From an optimization exercise on the open Yosys and OpenROAD flow, aimed at small area, a short achievable clock period and few clock cycles; shortcuts taken in it are not production practice. Only simulation tests tie the RTL to the original design; equivalence was not proved. Power is estimated from default activity; no workload was simulated.

[config.mk]
export PLATFORM = sky130hd
export DESIGN_NAME = fondant_enc
export DESIGN_NICKNAME = fondant_enc
export VERILOG_FILES = /design/flow/design.v
export SDC_FILE = /design/flow/constraint.sdc
export NUM_CORES = 4
export LEC_CHECK = 0
export CAP_MARGIN = 20
export CORE_MARGIN = 2
export CORE_UTILIZATION = 65
export PLACE_DENSITY = 0.8
export SLEW_MARGIN = 20
[constraint.sdc]
create_clock -name core_clock -period 36.0 [get_ports {clk}]
set_input_delay 7.2000 -clock core_clock [delete_from_list [all_inputs] [get_ports {clk}]]
set_output_delay 7.2000 -clock core_clock [all_outputs]
set_load 0.01 [all_outputs]
[design.v]
module fondant_enc (
    input  wire        clk,
    input  wire        rst,
    input  wire        cfg_commit,
    input  wire [2:0]  cfg_mode,
    input  wire [4:0]  cfg_k,
    input  wire [4:0]  cfg_kmin,
    input  wire [4:0]  cfg_kmax,
    input  wire [11:0] cfg_target,
    input  wire        start,
    output wire        start_ready,
    input  wire [4:0]  s_depth,
    input  wire [1:0]  s_plane,
    input  wire [3:0]  s_rows_m1,
    input  wire [5:0]  s_cols_m1,
    input  wire        pix_valid,
    output wire        pix_ready,
    input  wire [15:0] pix_data,
    output reg         word_valid,
    output reg  [31:0] word_data,
    output reg         done,
    output wire [63:0] done_hdr,
    output wire [15:0] done_code
);
    function lt21;
        input [20:0] a;
        input [20:0] b;
        integer k;
        reg r;
        begin
            r = 1'b0;
            for (k = 0; k < 21; k = k + 1)
                r = (~a[k] & b[k]) | ((~a[k] | b[k]) & r);
            lt21 = r;
        end
    endfunction
    reg               bud_r;     
    reg        [4:0]  kq;        
    reg        [4:0]  kmin_r;    
    reg        [4:0]  kmax_r;
    reg        [11:0] tgt_r;
    reg signed [19:0] bal;       
    reg        [9:0]  bfrac;     
    reg               cmt1;      
    reg        sr;               
    reg        busy;             
    assign start_ready = sr;
    assign pix_ready   = 1'b1;
    wire       st_x = start & sr;
    wire       dn, fin2;         
    wire       sr_nx = ~st_x & (sr | (dn & ~bud_r) | fin2);
    wire       bneg  = bal[19];
    wire       b_lt4 = bneg & ~lt21({2'b00, ~bal[18:0]}, {7'd0, tgt_r, 2'b00});
    wire       b_lt1 = bneg & ~lt21({2'b00, ~bal[18:0]}, {9'd0, tgt_r});
    wire       b_gt1 = ~bneg & lt21({9'd0, tgt_r}, {2'b00, bal[18:0]});
    wire [5:0] kup2 = {1'b0, kq} + 6'd2;
    wire [5:0] kup1 = {1'b0, kq} + 6'd1;
    reg  [4:0] k_sel;
    always @* begin
        k_sel = kq;
        if (cmt1)
            k_sel = kmin_r;
        else if (bud_r) begin
            if (b_lt4)
                k_sel = lt21({16'd0, kmax_r}, {15'd0, kup2}) ? kmax_r : kup2[4:0];
            else if (b_lt1)
                k_sel = lt21({16'd0, kmax_r}, {15'd0, kup1}) ? kmax_r : kup1[4:0];
            else if (b_gt1)
                k_sel = lt21({16'd0, kmin_r}, {16'd0, kq}) ? kq - 5'd1 : kmin_r;
        end
    end
    reg [4:0]  b_r;
    reg [1:0]  plane_r;
    reg [3:0]  rows_r;
    reg [5:0]  cols_r;
    reg [5:0]  cols_o;       
    reg [4:0]  b_o;
    reg [1:0]  plane_o;
    reg [3:0]  rows_o;
    reg [15:0] mq_r;         
    reg [4:0]  bb_r;         
    wire [5:0] w = {kq, 1'b1};
    reg [15:0] in_r;
    reg        in_v, in_m;
    reg [15:0] maxv;
    integer mi;
    always @* for (mi = 0; mi < 16; mi = mi + 1) maxv[mi] = (mi < s_depth);
    function [10:0] dstep;           
        input [5:0] rem_i;
        input [4:0] xb;
        input integer n;
        input [5:0] wv;
        reg   [5:0] rem;
        reg   [4:0] q;
        reg   [6:0] t;
        reg   [7:0] d;
        integer j;
        begin
            rem = rem_i;
            q   = 5'd0;
            for (j = 4; j >= 0; j = j - 1) begin
                if (j < n) begin
                    t    = {rem, xb[j]};
                    d    = {1'b0, t} - {2'b00, wv};
                    q[j] = ~d[7];
                    rem  = d[7] ? t[5:0] : d[5:0];
                end
            end
            dstep = {q, rem};
        end
    endfunction
    reg [5:0]  s1_rem, s2_rem, s3_rem;
    reg [4:0]  s1_q;
    reg [8:0]  s2_q;
    reg [12:0] s3_q;
    reg [10:0] s1_x;
    reg [6:0]  s2_x;
    reg [2:0]  s3_x;
    reg        s1_v, s1_m, s2_v, s2_m, s3_v, s3_m;
    wire [10:0] d1 = dstep(6'd0,   in_r[15:11],         5, w);
    wire [10:0] d2 = dstep(s1_rem, {1'b0, s1_x[10:7]},  4, w);
    wire [10:0] d3 = dstep(s2_rem, {1'b0, s2_x[6:3]},   4, w);
    wire [10:0] d4 = dstep(s3_rem, {2'b00, s3_x[2:0]},  3, w);
    wire [15:0] cx  = {s3_q, d4[8:6]};
    wire        adv = s3_v & ~s3_m;      
    reg [15:0] lb [0:63];
    wire [15:0] up_rd = lb[{3'b000, ~cols_r[2:0]}];
    integer li;
    always @(posedge clk) begin
        if (adv) begin
            for (li = 0; li < 63; li = li + 1) begin
                if ((li % 8) == 7 && (li / 8) == cols_r[5:3])
                    lb[li] <= cx;
                else
                    lb[li] <= lb[li + 1];
            end
            lb[63] <= cx;
        end
    end
    reg [15:0] c_r, u_r, pred_r;
    reg        p_v, p_first, p_last;
    reg [3:0]  ic;
    reg [5:0]  jc;
    wire       row0n = (ic == 4'd0);
    wire       col0n = (jc == 6'd0);
    wire lt_dl = lt21({5'd0, u_r}, {5'd0, c_r});
    wire lt_du = lt21({5'd0, u_r}, {5'd0, up_rd});
    wire lt_ld = lt21({5'd0, c_r}, {5'd0, u_r});
    wire lt_ud = lt21({5'd0, up_rd}, {5'd0, u_r});
    wire lt_lu = lt21({5'd0, c_r}, {5'd0, up_rd});
    reg [15:0] pred_n;
    always @* begin
        if (row0n)
            pred_n = c_r;
        else if (col0n)
            pred_n = up_rd;
        else if (~lt_dl & ~lt_du)
            pred_n = lt_lu ? c_r : up_rd;
        else if (~lt_ld & ~lt_ud)
            pred_n = lt_lu ? up_rd : c_r;
        else
            pred_n = c_r + up_rd - u_r;
    end
    wire [16:0] dd   = {1'b0, c_r} - {1'b0, pred_r};
    wire        sgn  = dd[16];
    wire [15:0] yy   = sgn ? ~dd[15:0] : dd[15:0];
    wire [15:0] hh   = {1'b0, mq_r[15:1]};
    wire        inr  = lt21({4'd0, yy, 1'b0}, {4'd0, hh, ~(sgn & ~mq_r[0])});
    wire [15:0] vv   = inr ? yy : (mq_r - yy);
    wire [15:0] mval = p_first ? c_r : {vv[14:0], sgn ^ ~inr};
    reg [15:0] m_r;
    reg        r_v, r_first, r_last;
    reg [20:0] acnt;         
    reg [4:0]  ncnt;         
    reg [3:0]  r_r;          
    reg [4:0]  pc;           
    reg [10:0] wcnt;         
    reg [14:0] nb;           
    reg        alleq;
    reg        initp;
    wire [15:0] msh  = m_r >> r_r;
    wire        esc  = |msh[15:4];
    wire        nrm  = ~r_first & ~esc;
    wire [4:0]  rp   = nrm ? {1'b0, r_r} : bb_r;          
    wire [4:0]  n1   = r_first ? 5'd0 : esc ? 5'd16 : {1'b0, msh[3:0]};    
    wire [5:0]  flen = {1'b0, n1} + {5'd0, nrm} + {1'b0, rp};
    wire [6:0]  total = {2'b00, pc} + {1'b0, flen};
    wire [5:0]  e1   = {1'b0, pc} + {1'b0, n1};
    reg  [15:0] mm;
    integer mj;
    always @* for (mj = 0; mj < 16; mj = mj + 1) mm[mj] = m_r[mj] & (mj < rp);
    wire [21:0] a_add = {1'b0, acnt} + {6'd0, m_r};
    reg  [20:0] a_nx;
    reg  [4:0]  n_nx;
    always @* begin
        if (initp) begin
            a_nx = ({5'd0, mq_r} + 21'd33) >> 6;
            if (a_nx < 21'd2) a_nx = 21'd2;
            n_nx = 5'd1;
        end else if (r_v && !r_first) begin
            if (ncnt == 5'd31) begin
                a_nx = a_add[21:1];
                n_nx = 5'd16;
            end else begin
                a_nx = a_add[20:0];
                n_nx = ncnt + 5'd1;
            end
        end else begin
            a_nx = acnt;
            n_nx = ncnt;
        end
    end
    reg [15:0] cond;
    reg [20:0] hiz, nzl;
    reg [3:0]  r_nx;
    integer ri;
    always @* begin
        hiz[20] = ~a_nx[20];
        for (ri = 19; ri >= 0; ri = ri - 1) hiz[ri] = hiz[ri+1] & ~a_nx[ri];
        nzl[0] = 1'b0;
        for (ri = 1; ri < 21; ri = ri + 1) nzl[ri] = nzl[ri-1] | a_nx[ri-1];
        for (ri = 0; ri < 16; ri = ri + 1)
            cond[ri] = ((ri + 5 > 20) ? 1'b1 : hiz[ri+5]) &
                       lt21({15'd0, a_nx[ri +: 5], nzl[ri]}, {15'd0, n_nx, 1'b1});
        r_nx = bb_r[3:0] - 4'd1;
        for (ri = 15; ri >= 0; ri = ri - 1)
            if (cond[ri] && ri < bb_r) r_nx = ri[3:0];
    end
    reg [4:0] bb_s;
    integer bi;
    always @* begin
        bb_s = 5'd1;
        for (bi = 1; bi < 16; bi = bi + 1)
            if (mq_r[bi]) bb_s = bi[4:0] + 5'd1;
    end
    reg [30:0] acc;          
    wire        emit = total[6] | total[5];
    wire [31:0] rot = {16'd0, mm, 16'd0, mm} >> total[4:0];
    reg  [31:0] wcur, wnxt;
    integer pi;
    always @* begin
        for (pi = 0; pi < 32; pi = pi + 1) begin
            wcur[31-pi] = ((pi < 31) ? acc[30-pi] : 1'b0)
                        | ((pi >= pc) & ((pi < e1) | rot[31-pi]));
            wnxt[31-pi] = (pi < pc) & (((pi + 32) < e1) | rot[31-pi]);
        end
    end
    reg        fin1, fin2_r;
    assign fin2 = fin2_r;
    wire        wc_inc  = (pc == 5'd0) | total[6] | (total[5] & (total[4:0] != 5'd0));
    wire        spill   = total[6] | (total[5] & (total[4:0] != 5'd0));
    wire [10:0] wcnt_nx = wcnt + {10'd0, r_v & wc_inc};
    wire [14:0] nb_nx   = nb + (r_v ? {10'd0, b_r} : 15'd0);
    wire        eq_nx   = alleq & ~(r_v & ~r_first & (m_r != 16'd0));
    assign dn = (r_v & r_last & ~spill) | fin1;
    reg        bal_pend;
    reg [15:0] first_code;
    wire [10:0] words_fin = wcnt_nx;
    wire [9:0]  raw_w     = nb_nx[14:5];
    wire        coded     = ~lt21({11'd0, raw_w}, {10'd0, words_fin});
    wire [9:0]  len_fin   = eq_nx ? 10'd1 : coded ? words_fin[9:0] : raw_w;
    reg [9:0] len_r;
    reg [1:0] form_r;
    reg [4:0] hk_r;
    wire signed [19:0] size_fin = {8'd0, len_r, 2'b00} + 20'sd8;
    wire signed [19:0] bal_sum  = bal - size_fin;
    wire signed [19:0] bal_lim  = {2'b00, tgt_r, 6'd0};
    wire [12:0]        negt     = -{1'b0, tgt_r};
    wire               sum_hi   = ~bal_sum[19] & lt21({3'd0, bal_lim[17:0]}, {2'd0, bal_sum[18:0]});
    wire               sum_lo   = bal_sum[19] & ~lt21({2'd0, ~bal_sum[18:0]}, {3'd0, bal_lim[17:0]});
    wire signed [19:0] bal_new  = sum_hi ? bal_lim :
                                  sum_lo ? {{1{negt[12]}}, negt, 6'd0} : bal_sum;
    reg [15:0] code_o;
    assign done_hdr  = {2'b00, cols_o, 4'h0, rows_o, 16'h0000,
                        6'd0, len_r, 1'b0, plane_o, b_o, hk_r, 1'b0, form_r};
    assign done_code = code_o;
    always @(posedge clk) begin
        in_r <= busy ? pix_data : maxv;
        s1_rem <= d1[5:0];
        s1_q   <= d1[10:6];
        s1_x   <= in_r[10:0];
        s2_rem <= d2[5:0];
        s2_q   <= {s1_q, d2[9:6]};
        s2_x   <= s1_x[6:0];
        s3_rem <= d3[5:0];
        s3_q   <= {s2_q, d3[9:6]};
        s3_x   <= s2_x[2:0];
        pred_r  <= pred_n;
        p_first <= row0n & col0n;
        p_last  <= (ic == rows_r) && (jc == cols_r);
        if (adv) begin
            c_r     <= cx;
            u_r     <= up_rd;
            if (jc == cols_r) begin
                jc <= 6'd0;
                ic <= ic + 4'd1;
            end else
                jc <= jc + 6'd1;
        end
        if (s3_v & s3_m)
            mq_r <= cx;
        if (p_v && p_first)
            first_code <= c_r;
        m_r     <= mval;
        r_first <= p_first;
        r_last  <= p_last;
        acnt <= a_nx;
        ncnt <= n_nx;
        r_r  <= r_nx;
        if (initp)
            bb_r <= bb_s;
        if (r_v) begin
            {bal, bfrac} <= {bal, bfrac} + {18'd0, tgt_r};
            nb    <= nb_nx;
            alleq <= eq_nx;
            pc <= total[4:0];
            wcnt <= wcnt_nx;
        end
        if (r_v) begin
            if (emit)
                acc <= wnxt[31:1];
            else
                acc <= wcur[31:1];
        end
        word_data <= fin1 ? {acc, 1'b0} : wcur;
        len_r  <= len_fin;
        form_r <= eq_nx ? 2'd2 : coded ? 2'd0 : 2'd1;
        hk_r   <= (eq_nx || coded) ? kq : 5'd0;
        if (fin2) begin
            bal   <= bal_new;
            bfrac <= 10'd0;
        end
        cols_o  <= cols_r;
        b_o     <= b_r;
        plane_o <= plane_r;
        rows_o  <= rows_r;
        code_o  <= first_code;
        if (!busy) begin
            b_r     <= s_depth;
            plane_r <= s_plane;
            rows_r  <= s_rows_m1;
            cols_r  <= s_cols_m1;
            ic      <= 4'd0;
            jc      <= 6'd0;
            pc      <= 5'd0;
            acc     <= 31'd0;
            wcnt    <= 11'd0;
            nb      <= 15'd31;
            alleq   <= 1'b1;
        end
        if (st_x | cmt1)
            kq <= k_sel;
        if (cmt1) begin
            bal   <= 20'sd0;
            bfrac <= 10'd0;
        end
        if (rst) begin
            sr         <= 1'b1;
            busy       <= 1'b0;
            in_v       <= 1'b0;
            in_m       <= 1'b0;
            s1_v       <= 1'b0;
            s1_m       <= 1'b0;
            s2_v       <= 1'b0;
            s2_m       <= 1'b0;
            s3_v       <= 1'b0;
            s3_m       <= 1'b0;
            p_v        <= 1'b0;
            r_v        <= 1'b0;
            fin1       <= 1'b0;
            fin2_r     <= 1'b0;
            initp      <= 1'b0;
            cmt1       <= 1'b0;
            word_valid <= 1'b0;
            done       <= 1'b0;
            bud_r      <= 1'b0;
            kq         <= 5'd0;
        end else begin
            in_v  <= st_x | pix_valid;
            in_m  <= st_x;
            s1_v  <= in_v;
            s1_m  <= in_m;
            s2_v  <= s1_v;
            s2_m  <= s1_m;
            s3_v  <= s2_v;
            s3_m  <= s2_m;
            p_v   <= adv;
            r_v   <= p_v;
            fin1   <= r_v & r_last & spill;
            fin2_r <= dn & bud_r;
            initp <= s3_v & s3_m;
            cmt1  <= cfg_commit;
            word_valid <= (r_v & (emit | r_last)) | fin1;
            done  <= dn;
            sr   <= sr_nx;
            busy <= ~sr_nx;
            if (cfg_commit) begin
                bud_r  <= (cfg_mode == 3'd4);
                kmin_r <= (cfg_mode == 3'd2) ? cfg_k :
                          (cfg_mode == 3'd4) ? cfg_kmin : 5'd0;
                kmax_r <= cfg_kmax;
                tgt_r  <= cfg_target;
            end
        end
    end
endmodule
[flow/run.sh]
#!/bin/bash
# Standard ORFS layout (the standard.sh) with three changes, all passed
# as ORFS variables:
#  - ports buffered with buf_2 instead of the default delay buffer
#  - clock tree: larger sink clusters, no dummy loads
#  - timing repair asked to leave 27.6 ns of setup slack (the SDC is unchanged)
export BUFFER_PORTS_ARGS="-buffer_cell sky130_fd_sc_hd__buf_2"
export CTS_ARGS="-sink_clustering_enable -repair_clock_nets -dont_use_dummy_load -sink_clustering_size 24 -sink_clustering_max_diameter 80"
export SETUP_SLACK_MARGIN=27.6
bash standard.sh > standard.log 2>&1
[standard.sh]
#!/bin/bash
# synth_recipe.tcl (not shown) runs the flow's synth.tcl, then flattens the netlist and writes it again
# the make line also repeats each setting of config.mk as NAME=value (left out here)
make -C /OpenROAD-flow-scripts/flow DESIGN_CONFIG=/design/flow/config.mk WORK_HOME=/design/flow/orfs CLKGATE_MAP_FILE= SYNTH_SCRIPT=/design/flow/synth_recipe.tcl "${@:-finish}"
==> out/metrics.cfg <==
[status]
outcome = no timing/DRC/antenna violations

[power_and_ir_drop]
worst_ir_drop_vdd_mv = 0.1096
swShare = 0.3171
leakage_nw = 26.13
internal_power_mw = 2.953
power_frac_clock = 0.205
pwr_density_cell_nw_per_um2 = 59.56
pwr-share-seq = 0.453
power.share.combinational = 0.342
totalPowerFinal_mw = 4.324
total_switching_power_mw = 1.371

[floorplan]
floorplan.initialDensity = 0.6562
die_y_um = 327.5
fp.dieArea_um2 = 107200
fp-row-count = 118
io_pins = 184
die_w_um = 327.5
fp.coreArea_um2 = 103600

[sta]
timing.final.max_slew_violations = 0
period_needed_ps = 8391
final-hold-violation-count = 0
finalSetupViolations = 0
worstMarginPinSlew_ps = 1188
achievable-frequency_ghz = 0.1192
post-route-period-util = 0.2331
grt_setup_unrepaired = true
timing.max_slew.rel_slack = 0.2081
timing.setup.tns_ps = 0
skew_ps = 70.32

[routing]
drt_first_iter_violations = 5260
routedWlPerCell_um = 22.78
ant_nets = 0
drt_pass_1_iters = 9
met1Wirelength_um = 68750
drt-total-wl_um = 162100
post-route-drc-count = 0
routed.top_layer = met4
wl_met2_um = 74910
routed-wl-met3_um = 13330
drt-vias-per-instance = 6.448
routed-via-count = 45870

[grt]
grtUsageTotal = 0.2955
sum_of_overflow_across_all_layers_after_global_routing = 0
grt_max_degree = 225
antenna_violations_before_repair = 1
grt_first_pass_wirelength_um = 247700
vias_in_the_first_global_route = 43150

[clock_network]
worst_setup_hold_path_clk_slew_ps = 100
clock_insertion_delay_worst_skew_ps = 670
tritoncts.num_buffers = 77
htreeDepth = 3
clock_sink_count = 1473
tritoncts_clock_tree = built
ctsRootBufferMaster = sky130_fd_sc_hd__clkbuf_16
quantity_of_hold_fixing_buffers_added_after_cts = 0
max-clock-path-buffers = 3

[cells_and_area]
seq_area_um2 = 40730
flow.area_growth_from_synthesis_pct = 6.737
post_layout_nonfiller_instances = 7114
finalNetCount = 6066
post_route_cells_drive_above_1_share = 0.1143
multi_input_area_um2 = 25260
fillers = 7189

[placed_design]
place_hpwl_um = 108000
portBuffers = 152
placed_cells = 7006
gpl.final_weighted_congestion = 0.9381

[synth]
syn-mean-instance-area_um2 = 12.06
netlist_top_cells_area = sky130_fd_sc_hd__edfxtp_1 (49%), sky130_fd_sc_hd__dfxtp_1 (11%), sky130_fd_sc_hd__ha_1 (4.1%)
number_of_instances_in_the_synthesized_netlist = 5641
ys_ff_latch = 1473
netlist.area_leader.share = 0.4927
synthFlopType = sky130_fd_sc_hd__edfxtp_1
synth_enable_flop_cells = 1116
ys_warn_count = 2
synth.most_common_cell = sky130_fd_sc_hd__edfxtp_1
synth.yosys.seq_area_share = 0.5978
post_synth_instance_area_um2 = 68010
asr_flop_ratio_synth = 0
synth.largest_area_cell = sky130_fd_sc_hd__edfxtp_1
synth.lib_cells_used.distinct = 110
synth_common_cells = sky130_fd_sc_hd__edfxtp_1 (1116), sky130_fd_sc_hd__nor2_1 (440), sky130_fd_sc_hd__a21oi_1 (376)

[setup_path]
cp-start-kind = register
worstSetupPathType = reg2out
critical_path_required_ps = 28800
path_delay_family = flip-flops
data_arrival_time_of_the_critical_path_ps = 1190
timing.critical_path.slowest_stage_cell = sky130_fd_sc_hd__dfxtp_4
worstSetupEndpointType = output pin
crit_chain = buf_6
crit_path_max_incr_delay_ps = 400
worst-path-max-fanout = 4
worstPathBufferInverterCount = 1

[run]
cap_viol_max_count = 0

[hold_path]
hold_path.class = reg2reg

[flip-flops by register name, summed over array words and instances (netlist names), 15 cells and up]
| register | count |
|---|---|
| acc | 31 |
| acnt | 21 |
| bal | 20 |
| code_o | 16 |
| first_code | 16 |
| in_r | 16 |
| lb | 1024 |
| m_r | 16 |
| mq_r | 16 |
| nb | 15 |
| pred_r | 16 |
| u_r | 16 |
| word_data | 32 |
[path summary, 6_finish.rpt]
path	start	to	slack, ps	depth (start not counted)
setup reg to reg	r_r[0]	len_r[8]	27970	30
hold / removal	s2_q[0]	s3_q[4]	330	0
hold reg to reg	s2_q[0]	s3_q[4]	330	0
setup / recovery	len_r[6]	done_hdr[22]	27610	1
[what timing repair did]
action                     4_1_cts  5_1_grt
cloned                           0        2
resized for setup               68       30
buffers inserted                13       12
pin swaps                        5        9
setup endpoints to repair       57       45
[power groups by stage]
stage	Clock (mW)	Sequential, mW	Combinational (mW)
6_report	0.885	1.96	1.48
2_1_floorplan	0	1.97	1.09
3_3_place_gp	0	1.99	1.31
5_1_grt	0.951	1.96	1.64
4_1_cts	0.903	1.96	1.43
3_5_place_dp	0	2.00	1.38
[area by class of cell]
cell class | instances | share of cell area
Inverter | 327 | 0.01705
Tap cell | 1380 | 0.02378
Timing Repair Buffer | 252 | 0.02346
Sequential cell | 1473 | 0.5611
Clock buffer | 77 | 0.02654
Antenna cell | 2 | 0.00006894
Multi-Input combinational cell | 3603 | 0.3480
[through the flow]
step | setup WS (ps) | utilization | hold WS, ps | instance area [um2]
floorplan | 19470 | - | 309.6 | 68140
CTS | 27570 | 0.6977 | 326.1 | 72310
detailed placement | 26260 | 0.6761 | 312.1 | 70080
global route | 27500 | 0.7004 | 332.3 | 72590
finish | 27610 | 0.7004 | 325.9 | 72600
global placement | 26410 | 0.6760 | 310.1 | 70060
[routing by layer]
layer  GRT usage  up-vias
li1            -    21030
met1      0.4286    22320
met2      0.4666     2161
met3     0.03785      367
met4     0.09733        0
met5           0        -
[worst register-to-register path, delay by kind of cell, from the launching register on]
family / cells / cell delay [ps]
AOI/OAI and AO/OA: 10 / 2360
and+or+nand+nor: 8 / 1860
adders and majority gates: 4 / 1450
muxes: 2 / 850
buffers and inverters: 4 / 740
xor gates and xnor gates: 2 / 350
DFF: 1 / 340
[cells in the final DEF, fill, tap and decap left out, types with 53 or more instances in the layout]
| cell type | count |
|---|---|
| sky130_fd_sc_hd__ha_1 | 221 |
| sky130_fd_sc_hd__mux2i_1 | 76 |
| sky130_fd_sc_hd__nand3_1 | 91 |
| sky130_fd_sc_hd__a211oi_1 | 93 |
| sky130_fd_sc_hd__xor2_1 | 84 |
| sky130_fd_sc_hd__mux2_2 | 146 |
| sky130_fd_sc_hd__dfxtp_1 | 328 |
| sky130_fd_sc_hd__clkbuf_16 | 77 |
| sky130_fd_sc_hd__nor2_1 | 438 |
| sky130_fd_sc_hd__a21o_1 | 83 |
| sky130_fd_sc_hd__inv_1 | 311 |
| sky130_fd_sc_hd__a21oi_1 | 374 |
| sky130_fd_sc_hd__buf_2 | 138 |
| sky130_fd_sc_hd__nand2_1 | 337 |
| sky130_fd_sc_hd__nand2b_1 | 53 |
| sky130_fd_sc_hd__a31oi_1 | 56 |
| sky130_fd_sc_hd__edfxtp_1 | 1116 |
| sky130_fd_sc_hd__nor3_1 | 120 |
| sky130_fd_sc_hd__nor2b_1 | 62 |
| sky130_fd_sc_hd__xnor2_1 | 141 |
| sky130_fd_sc_hd__o21ai_0 | 244 |
| sky130_fd_sc_hd__buf_4 | 89 |
[logic make-up after synthesis]
family                     count (synthesis)  share of synthesized area
DFF                                     1473                     0.5978
AOI/OAI and AO/OA                       1395                     0.1371
and+or+nand+nor                         1378                    0.09605
buffers and inverters                    597                    0.03582
adders and majority gates                319                    0.06137
muxes                                    242                    0.04145
xor gates and xnor gates                 235                    0.03026
other                                      2                  0.0001104
Testbench counts, summed over its fixed seeds: cycles 330,154.

afterwards: timing with drivers on the ports:
No port has a modelled driver above. Below, the same layout with a new extraction and two added sets of constraints. Step 1, drivers: a clkbuf_16 drives clk and a buf_2 each remaining input, both assumed. Step 2, shift: input delay + t, output delay - t, t = (earliest + latest rising clock arrival at the registers) / 2. This alone moves slack from input paths to output paths. a / b / c = no drivers / after step 1 / after step 2; a / b = the first two.
shift t [ns]: 0.723
slack for setup (ns): 27.609 / 27.535 / 27.447
clock arrival spread, ns: 0.096 / 0.096
worst slew at a driven data input, ns: 0.04
cell pins on the clock port's net: 1
After both steps this run still meets setup and hold. For this run, drivers alone change the setup slack by -0.074 ns; drivers and shift together by -0.162 ns.
